Background: an optimization exercise with open tools, aiming at small area, a short achievable clock period and few clock cycles. Do not read the settings as production practice. Function was checked by simulation only, so behaviour that the tests miss may differ from the original. Power is estimated from default activity; no workload was simulated.

**design.v**
```verilog
module qsc_encoder (
    input  wire        clk,
    input  wire        rst,
    input  wire        cmd_valid,
    output wire        cmd_ready,
    input  wire [5:0]  cmd_width_m1,
    input  wire [5:0]  cmd_lines_m1,
    input  wire        cmd_hist_reset,
    input  wire        in_valid,
    output wire        in_ready,
    input  wire [7:0]  in_pix,
    output wire        out_valid,
    input  wire        out_ready,
    output wire [7:0]  out_data,
    output wire        done,
    output wire [14:0] nbytes
);
    localparam [3:0] S_IDLE  = 4'd0;
    localparam [3:0] S_PIX   = 4'd1;
    localparam [3:0] S_KFOR  = 4'd2;
    localparam [3:0] S_REG   = 4'd3;
    localparam [3:0] S_ZEROS = 4'd4;
    localparam [3:0] S_ONE   = 4'd5;
    localparam [3:0] S_VAL   = 4'd6;
    localparam [3:0] S_RUN   = 4'd7;
    localparam [3:0] S_EOL   = 4'd8;
    localparam [3:0] S_FLUSH = 4'd9;
    localparam [3:0] S_LAST  = 4'd10;
    localparam [3:0] S_DONE  = 4'd11;
    reg [3:0]  state;
    reg [5:0]  w_m1;
    reg [5:0]  l_m1;
    reg [7:0]  line_mem [0:63];
    reg [15:0] acc [0:15];
    reg [5:0]  cnt_n [0:15];
    reg [4:0]  ri;
    reg [5:0]  j;
    reg [5:0]  ln;
    reg        j_end;
    reg [7:0]  a_reg;
    reg [7:0]  c_reg;
    reg        after_run;
    reg [3:0]  ctx;
    reg [7:0]  pred;
    reg [2:0]  k;
    reg [7:0]  run_val;
    reg [6:0]  run_cnt;            
    reg [4:0]  zcnt;
    reg        one_f;
    reg [3:0]  nbits;
    reg [7:0]  val;
    reg [3:0]  ret;
    reg [6:0]  pk;                 
    reg [2:0]  pk_n;
    reg [7:0]  obyte;
    reg        ob_full;
    reg [14:0] bytes;
    integer i, kk;
    function [1:0] qz;
        input [7:0] d;
        begin
            if (d == 8'd0)       qz = 2'd0;
            else if (d <= 8'd3)  qz = 2'd1;
            else if (d <= 8'd15) qz = 2'd2;
            else                 qz = 2'd3;
        end
    endfunction
    function [7:0] absdiff;
        input [7:0] x;
        input [7:0] y;
        begin
            absdiff = (x > y) ? (x - y) : (y - x);
        end
    endfunction
    function [7:0] med;
        input [7:0] a;
        input [7:0] b;
        input [7:0] c;
        reg [7:0] mx, mn;
        begin
            mx = (a > b) ? a : b;
            mn = (a > b) ? b : a;
            if (c >= mx)      med = mn;
            else if (c <= mn) med = mx;
            else              med = a + b - c;
        end
    endfunction
    function [3:0] jtab;
        input [4:0] r;
        begin
            case (r)
                5'd0,  5'd1,  5'd2,  5'd3:  jtab = 4'd0;
                5'd4,  5'd5,  5'd6,  5'd7:  jtab = 4'd1;
                5'd8,  5'd9,  5'd10, 5'd11: jtab = 4'd2;
                5'd12, 5'd13, 5'd14, 5'd15: jtab = 4'd3;
                5'd16, 5'd17:               jtab = 4'd4;
                5'd18, 5'd19:               jtab = 4'd5;
                5'd20, 5'd21:               jtab = 4'd6;
                5'd22, 5'd23:               jtab = 4'd7;
                5'd24:                      jtab = 4'd8;
                5'd25:                      jtab = 4'd9;
                5'd26:                      jtab = 4'd10;
                5'd27:                      jtab = 4'd11;
                5'd28:                      jtab = 4'd12;
                5'd29:                      jtab = 4'd13;
                5'd30:                      jtab = 4'd14;
                default:                    jtab = 4'd15;
            endcase
        end
    endfunction
    wire [7:0] b_cur = line_mem[j];
    wire [7:0] a_cur = (j == 6'd0) ? b_cur : a_reg;
    wire [7:0] c_cur = (j == 6'd0) ? b_cur : c_reg;
    wire       flat  = (a_cur == b_cur) && (b_cur == c_cur);
    wire [3:0] ctx_cur = {qz(absdiff(b_cur, c_cur)), qz(absdiff(a_cur, c_cur))};
    wire [15:0] acc_c = acc[ctx];
    wire [15:0] n_c   = {10'd0, cnt_n[ctx]};
    reg  [2:0]  k_cur;
    always @(*) begin
        k_cur = 3'd7;
        for (kk = 6; kk >= 0; kk = kk - 1)
            if ((n_c << kk) >= acc_c) k_cur = kk[2:0];
    end
    wire [7:0] e8    = in_pix - pred;
    wire [8:0] m9    = e8[7] ? (9'd511 - {e8, 1'b0}) : {e8, 1'b0};
    wire [7:0] m_cur = m9[7:0];
    wire [7:0] q_cur = m_cur >> k;
    wire [3:0]  jr    = jtab(ri);
    wire [7:0]  chunk = 8'd1 << jr;        
    wire last_j    = (j == w_m1);
    wire last_line = (ln == l_m1);
    reg  bit_we;
    reg  bit_v;
    always @(*) begin
        bit_we = 1'b0;
        bit_v  = 1'b0;
        if (!ob_full) begin
            case (state)
                S_ZEROS: begin bit_we = (zcnt != 5'd0); bit_v = 1'b0; end
                S_ONE:   begin bit_we = 1'b1; bit_v = 1'b1;          end
                S_VAL:   begin bit_we = 1'b1; bit_v = val[nbits - 4'd1]; end
                default: ;
            endcase
        end
    end
    assign cmd_ready = (state == S_IDLE);
    assign in_ready  = ((state == S_REG) ||
                        ((state == S_RUN) && !j_end && in_pix == run_val)) && !ob_full;
    assign out_valid = ob_full;
    assign out_data  = obyte;
    assign done      = (state == S_DONE);
    assign nbytes    = bytes;
    always @(posedge clk) begin
        if (rst) begin
            state   <= S_IDLE;
            ob_full <= 1'b0;
            pk_n    <= 3'd0;
            bytes   <= 15'd0;
        end else begin
            if (ob_full && out_ready) ob_full <= 1'b0;
            if (bit_we) begin
                if (pk_n == 3'd7) begin
                    obyte   <= {pk, bit_v};
                    ob_full <= 1'b1;
                    bytes   <= bytes + 15'd1;
                    pk_n    <= 3'd0;
                end else begin
                    pk   <= {pk[5:0], bit_v};
                    pk_n <= pk_n + 3'd1;
                end
            end
            case (state)
                S_IDLE: begin
                    if (cmd_valid) begin
                        w_m1      <= cmd_width_m1;
                        l_m1      <= cmd_lines_m1;
                        j         <= 6'd0;
                        j_end     <= 1'b0;
                        ln        <= 6'd0;
                        after_run <= 1'b0;
                        pk_n      <= 3'd0;
                        bytes     <= 15'd0;
                        if (cmd_hist_reset) begin
                            for (i = 0; i < 64; i = i + 1) line_mem[i] <= 8'd0;
                            for (i = 0; i < 16; i = i + 1) begin
                                acc[i]   <= 16'd4;
                                cnt_n[i] <= 6'd1;
                            end
                            ri <= 5'd0;
                        end
                        state <= S_PIX;
                    end
                end
                S_PIX: begin
                    if (flat && !after_run) begin
                        run_val <= a_cur;
                        run_cnt <= 7'd0;
                        state   <= S_RUN;
                    end else begin
                        ctx   <= ctx_cur;
                        pred  <= med(a_cur, b_cur, c_cur);
                        state <= S_KFOR;
                    end
                end
                S_KFOR: begin
                    k     <= k_cur;
                    state <= S_REG;
                end
                S_REG: begin
                    if (in_ready && in_valid) begin
                        line_mem[j] <= in_pix;
                        c_reg       <= b_cur;
                        a_reg       <= in_pix;
                        after_run   <= 1'b0;
                        if (cnt_n[ctx] == 6'd63) begin
                            acc[ctx]   <= (acc[ctx] + {8'd0, m_cur}) >> 1;
                            cnt_n[ctx] <= 6'd32;
                        end else begin
                            acc[ctx]   <= acc[ctx] + {8'd0, m_cur};
                            cnt_n[ctx] <= cnt_n[ctx] + 6'd1;
                        end
                        if (q_cur < 8'd23) begin
                            zcnt  <= q_cur[4:0];
                            nbits <= {1'b0, k};
                        end else begin
                            zcnt  <= 5'd23;
                            nbits <= 4'd8;
                        end
                        one_f <= 1'b1;
                        val   <= m_cur;
                        if (last_j) begin
                            ret <= S_EOL;
                        end else begin
                            j   <= j + 6'd1;
                            ret <= S_PIX;
                        end
                        state <= S_ZEROS;
                    end
                end
                S_RUN: begin
                    if (j_end) begin
                        if (run_cnt != 7'd0) begin
                            zcnt  <= 5'd0;
                            one_f <= 1'b1;
                            nbits <= 4'd0;
                            ret   <= S_EOL;
                            state <= S_ZEROS;
                        end else begin
                            state <= S_EOL;
                        end
                    end else if (!ob_full && in_valid) begin
                        if (in_pix == run_val) begin
                            line_mem[j] <= in_pix;
                            c_reg       <= b_cur;
                            a_reg       <= in_pix;
                            if (last_j) j_end <= 1'b1;
                            else        j     <= j + 6'd1;
                            if ({1'b0, run_cnt} + 8'd1 == chunk) begin
                                run_cnt <= 7'd0;
                                if (ri != 5'd31) ri <= ri + 5'd1;
                                zcnt  <= 5'd0;
                                one_f <= 1'b1;
                                nbits <= 4'd0;
                                ret   <= S_RUN;
                                state <= S_ZEROS;
                            end else begin
                                run_cnt <= run_cnt + 7'd1;
                            end
                        end else begin
                            zcnt      <= 5'd1;
                            one_f     <= 1'b0;
                            nbits     <= jr;
                            val       <= {1'b0, run_cnt};
                            if (ri != 5'd0) ri <= ri - 5'd1;
                            after_run <= 1'b1;
                            ret       <= S_PIX;
                            state     <= S_ZEROS;
                        end
                    end
                end
                S_ZEROS: begin
                    if (zcnt == 5'd0) begin
                        state <= one_f ? S_ONE : (nbits != 4'd0) ? S_VAL : ret;
                    end else if (!ob_full) begin
                        zcnt <= zcnt - 5'd1;
                        if (zcnt == 5'd1)
                            state <= one_f ? S_ONE : (nbits != 4'd0) ? S_VAL : ret;
                    end
                end
                S_ONE: begin
                    if (!ob_full) state <= (nbits != 4'd0) ? S_VAL : ret;
                end
                S_VAL: begin
                    if (!ob_full) begin
                        nbits <= nbits - 4'd1;
                        if (nbits == 4'd1) state <= ret;
                    end
                end
                S_EOL: begin
                    j         <= 6'd0;
                    j_end     <= 1'b0;
                    after_run <= 1'b0;
                    if (last_line) begin
                        state <= S_FLUSH;
                    end else begin
                        ln    <= ln + 6'd1;
                        state <= S_PIX;
                    end
                end
                S_FLUSH: begin
                    if (pk_n == 3'd0) begin
                        state <= S_LAST;
                    end else if (!ob_full) begin
                        obyte   <= {pk, 1'b0} << (3'd7 - pk_n);
                        ob_full <= 1'b1;
                        bytes   <= bytes + 15'd1;
                        pk_n    <= 3'd0;
                        state   <= S_LAST;
                    end
                end
                S_LAST: begin
                    if (!ob_full || out_ready) state <= S_DONE;
                end
                S_DONE: begin
                    state <= S_IDLE;
                end
                default: state <= S_IDLE;
            endcase
        end
    end
endmodule
```
**config.mk**
```make
export PLATFORM = sky130hd
export DESIGN_NAME = qsc_encoder
export DESIGN_NICKNAME = qsc_encoder
export VERILOG_FILES = /design/flow/design.v
export SDC_FILE = /design/flow/constraint.sdc
export NUM_CORES = 4
export LEC_CHECK = 0
export CAP_MARGIN = 20
export CORE_MARGIN = 2
export CORE_UTILIZATION = 40
export SLEW_MARGIN = 20
```
**run.sh**
```bash
#!/bin/bash
# synth_recipe.tcl (not shown) runs the flow's synth.tcl, then flattens the netlist and writes it again
# the make line also repeats each setting of config.mk as NAME=value (left out here)
make -C /OpenROAD-flow-scripts/flow DESIGN_CONFIG=/design/flow/config.mk WORK_HOME=/design/flow/orfs CLKGATE_MAP_FILE= SYNTH_SCRIPT=/design/flow/synth_recipe.tcl finish
```
**constraint.sdc**
```tcl
create_clock -name core_clock -period 12.0 [get_ports {clk}]
set_input_delay 2.4000 -clock core_clock [delete_from_list [all_inputs] [get_ports {clk}]]
set_output_delay 2.4000 -clock core_clock [all_outputs]
set_load 0.01 [all_outputs]
```
==> run_results.csv <==
group,metric,value,unit
yosys,synth.distinct_cells,88,
detailed_routing,drc,0,
detailed_routing,post_drt_wl_per_cell,24.1,um
clock_tree,cts_buffer_depth,3,
layout,fillCellCount,11400,
die,dieArea,131000,sq um
layout,fin_area,57000,sq um
yosys,syn_inst,3852,
setup_path,critPathMaxStageDelay,0.64,ns
timing,hold_viol,0,
pwr,seq_power_share,0.364,
global_route,grt_pass1_vias,31900,
yosys,syn-cell-area,51200,sq um
timing,fin_crit_sh,0.700,
die,io_pins,53,
detailed_routing,routed_wl,135,mm
yosys,yosysSeqAreaShare,0.585,
timing,finalClockSkew,0.0323,ns
setup_path,rrSetupSlack,3.60,ns
global_route,grt_pass1_wl,205,mm
setup_path,cpMostUsedCell,"a21oi_1",
clock_tree,cts_resized,0,
clock_tree,clock-root-buffer,"clkbuf_16",
timing,post-route-min-period,8.40,ns
detailed_routing,vias_per_cell,5.69,
yosys,synth.largest_area_cell,"edfxtp_1",
job,drv_cap,0,
yosys,syn_area_per_cell,13.3,sq um
setup_path,arrival,8.83,ns
timing,tightest_slew,1.16,ns
clock_tree,clkLatencyLatePin,0.73,ns
die,num_rows,131,
pwr,switching_share,0.362,
global_route,gr-total-overflow,0,
clock_tree,numCtsBuffers,106,
clock_tree,clock_sinks,1010,
global_route,grt_max_degree,93,
timing,grt_setup_unrepaired,"false",
layout,reg_top3,"line_mem x512, acc x256, cnt_n x96",
pwr,p_int,7.64,mW
pwr,power,12.0,mW
setup_path,cp_max_fo,74,
setup_path,end_kind,"register",
die,core-area,127000,sq um
clock_tree,postCtsSetupBuffers,0,
timing,slew_headroom,0.227,
timing,finalMaxSlewViolations,0,
detailed_routing,first_pass_iters,5,
yosys,ys_top_cells_by_area,"edfxtp_1, mux4_2, and2_1, nor2_1, ha_1",
yosys,syn-num-nets,4027,
yosys,synth_ff_type,"edfxtp_1",
die,die_h,362,um
detailed_routing,num_vias,31900,
place,dp_hpwl,85.4,mm
pwr,p_leak,19.6,nW
clock_tree,htree_levels,3,
layout,nNetsFinal,4040,
clock_tree,cts_tree,"done",
global_route,antenna_found_initial,3,
layout,largest-register,"line_mem",
pwr,pwr-share-comb,0.368,
pwr,ir_drop,0.220,mV
min_path,holdCritPathClass,"reg2reg",
place,place_area,53700,sq um
pwr,clkPwrFrac,0.268,
layout,drive_above_1_share,0.152,
yosys,synth_edf_count,977,
yosys,synth_seq_cells,1010,
place,port_buffers,52,
setup_path,critical_path_class,"reg2reg",
yosys,synth_warnings,1,
pwr,net-switching-power,4.33,mW
timing,tns,0,ns
place,gp_congestion,0.874,
detailed_routing,drtIter0Drc,3687,
setup_path,critical_path_required,12.43,ns
layout,antenna-diode-count,0,
die,die_w,362,um
timing,max_freq,119,MHz
timing,hold_slack,0.509,ns
setup_path,crit_slowest_cell,"a21oi_1",
yosys,synth_top_area_frac,0.572,
timing,setup_viol,0,
pwr,power_density,210,nW/um^2
global_route,globalRouteTotalUtil,0.207,
outcome,status,"timing/DRC/antenna clean",
setup_path,cp-start-kind,"register",
clock_tree,clkSlewWorstSetupHoldPaths,0.06,ns
die,start_util,0.402,
yosys,async_flop_share,0,
clock_tree,ctsHoldBuffers,0,
layout,largest_reg_flops,512,
layout,area_growth,11.3,%
detailed_routing,ant_nets,0,
## cell usage in the layout, fill, tap and decap left out, types with 63 or more instances in the layout
| cell | count |
|---|---|
| nand2_1 | 154 |
| clkbuf_16 | 107 |
| edfxtp_1 | 977 |
| ha_1 | 135 |
| inv_1 | 98 |
| mux4_2 | 249 |
| and2_1 | 455 |
| nor3_1 | 99 |
| a21oi_1 | 114 |
| buf_4 | 123 |
| o21ai_0 | 119 |
| nor2_1 | 507 |
| nand3_1 | 63 |
## cell usage after synthesis, types with 14 or more instances
| library cell | number |
|---|---|
| a21o_1 | 25 |
| a21oi_1 | 114 |
| a22oi_1 | 20 |
| and2_1 | 455 |
| and3_1 | 21 |
| buf_1 | 27 |
| buf_2 | 24 |
| clkbuf_1 | 206 |
| dfxtp_1 | 33 |
| edfxtp_1 | 977 |
| fa_1 | 14 |
| ha_1 | 135 |
| inv_1 | 98 |
| mux2_2 | 19 |
| mux2i_1 | 60 |
| mux4_1 | 16 |
| mux4_2 | 249 |
| nand2_1 | 159 |
| nand2b_1 | 20 |
| nand3_1 | 64 |
| nand4_1 | 23 |
| nor2_1 | 508 |
| nor2b_1 | 24 |
| nor3_1 | 99 |
| o21a_1 | 16 |
| o21ai_0 | 133 |
| xnor2_1 | 42 |
| xor2_1 | 44 |
## area by class of cell
cell class	instances	area, sq um	area share
timing repair buffer	179	1490	0.0261
clock inverter	51	507	0.00888
tap	1662	2080	0.0365
inverter	101	379	0.00665
clock buffer	139	2820	0.0494
multi-input combinational	2467	19800	0.347
sequential	1010	30000	0.526
## worst max-delay path: cells and delay by family, from the launching register on
kind	cells	cell delay, ns
compound gates	12	2.45
fa+ha+maj	2	0.60
buf+inv	4	1.29
flops	1	0.57
mux	4	2.18
simple gates	5	0.86
## logic make-up (layout without fill, tap and decap cells)
group                      after synthesis  after routing  share of synthesized area
AOI/OAI and AO/OA                      445            445                     0.0562
xor gates and xnor gates                86             86                     0.0147
adders and majority gates              149            149                     0.0384
buffers and inverters                  375            470                     0.0303
DFF                                   1010           1010                      0.585
muxes                                  344            344                      0.134
and+or+nand+nor                       1443           1443                      0.142
## power groups by stage
stage / registers, mW / clock network [mW] / logic, mW
3_5_place_dp: 4.42 / 0 / 4.35
6_report: 4.35 / 3.21 / 4.41
5_1_grt: 4.38 / 3.40 / 4.80
3_3_place_gp: 4.42 / 0 / 4.32
2_1_floorplan: 4.32 / 0 / 3.12
4_1_cts: 4.35 / 3.27 / 4.38
## per-stage QoR
stage | setup WS [ns] | cells | utilization
after floorplan | 4.64 | 3852 | -
after global placement | 3.74 | 5419 | 0.422
after detailed placement | 3.58 | 5419 | 0.422
after CTS | 3.57 | 5609 | 0.448
after global routing | 2.83 | 5609 | 0.448
final | 3.60 | 5609 | 0.448
## per-layer routing
layer	global-route usage	part of all wire
met5	0	0.00025
met2	0.319	0.46
met4	0.0645	0.024
met3	0.0430	0.080
met1	0.295	0.44
## final timing paths
kind	end	start	cells after the start
hold reg to reg	pk[6]	pk[5]	0
hold / removal	pk[6]	pk[5]	0
setup / recovery	pred[7]	register	27
setup reg to reg	pred[7]	register	27
Testbench counts, summed over its fixed seeds: cycles 929,073.

## re-timing with driven ports
The flow's constraints put no driver on any port. The routed layout listed below was extracted and timed again, unchanged, in two steps. Step 1 (the two cells are an assumption about what drives the block):
set clk [get_ports {clk}]
set_driving_cell -lib_cell sky130_fd_sc_hd__clkbuf_16 $clk
set_driving_cell -lib_cell sky130_fd_sc_hd__buf_2 [delete_from_list [all_inputs] $clk]
Step 2 also shifts input and output timing later by t, the mid clock arrival at the registers, as if the neighbouring blocks saw the same clock. Three values: no drivers, after step 1, after step 2; two values: the first two.
t, ns: 0.783
setup WS [ns]: 3.600 / 3.600 / 3.600
hold WS [ns]: 0.509 / 0.509 / 0.509
latest minus earliest clock arrival (ns): 0.033 / 0.032
cell pins on the clock port's net: 1
After both steps setup and hold are still met in this run. For this run, drivers alone change the setup slack by 0.000 ns; drivers and shift together by 0.000 ns.
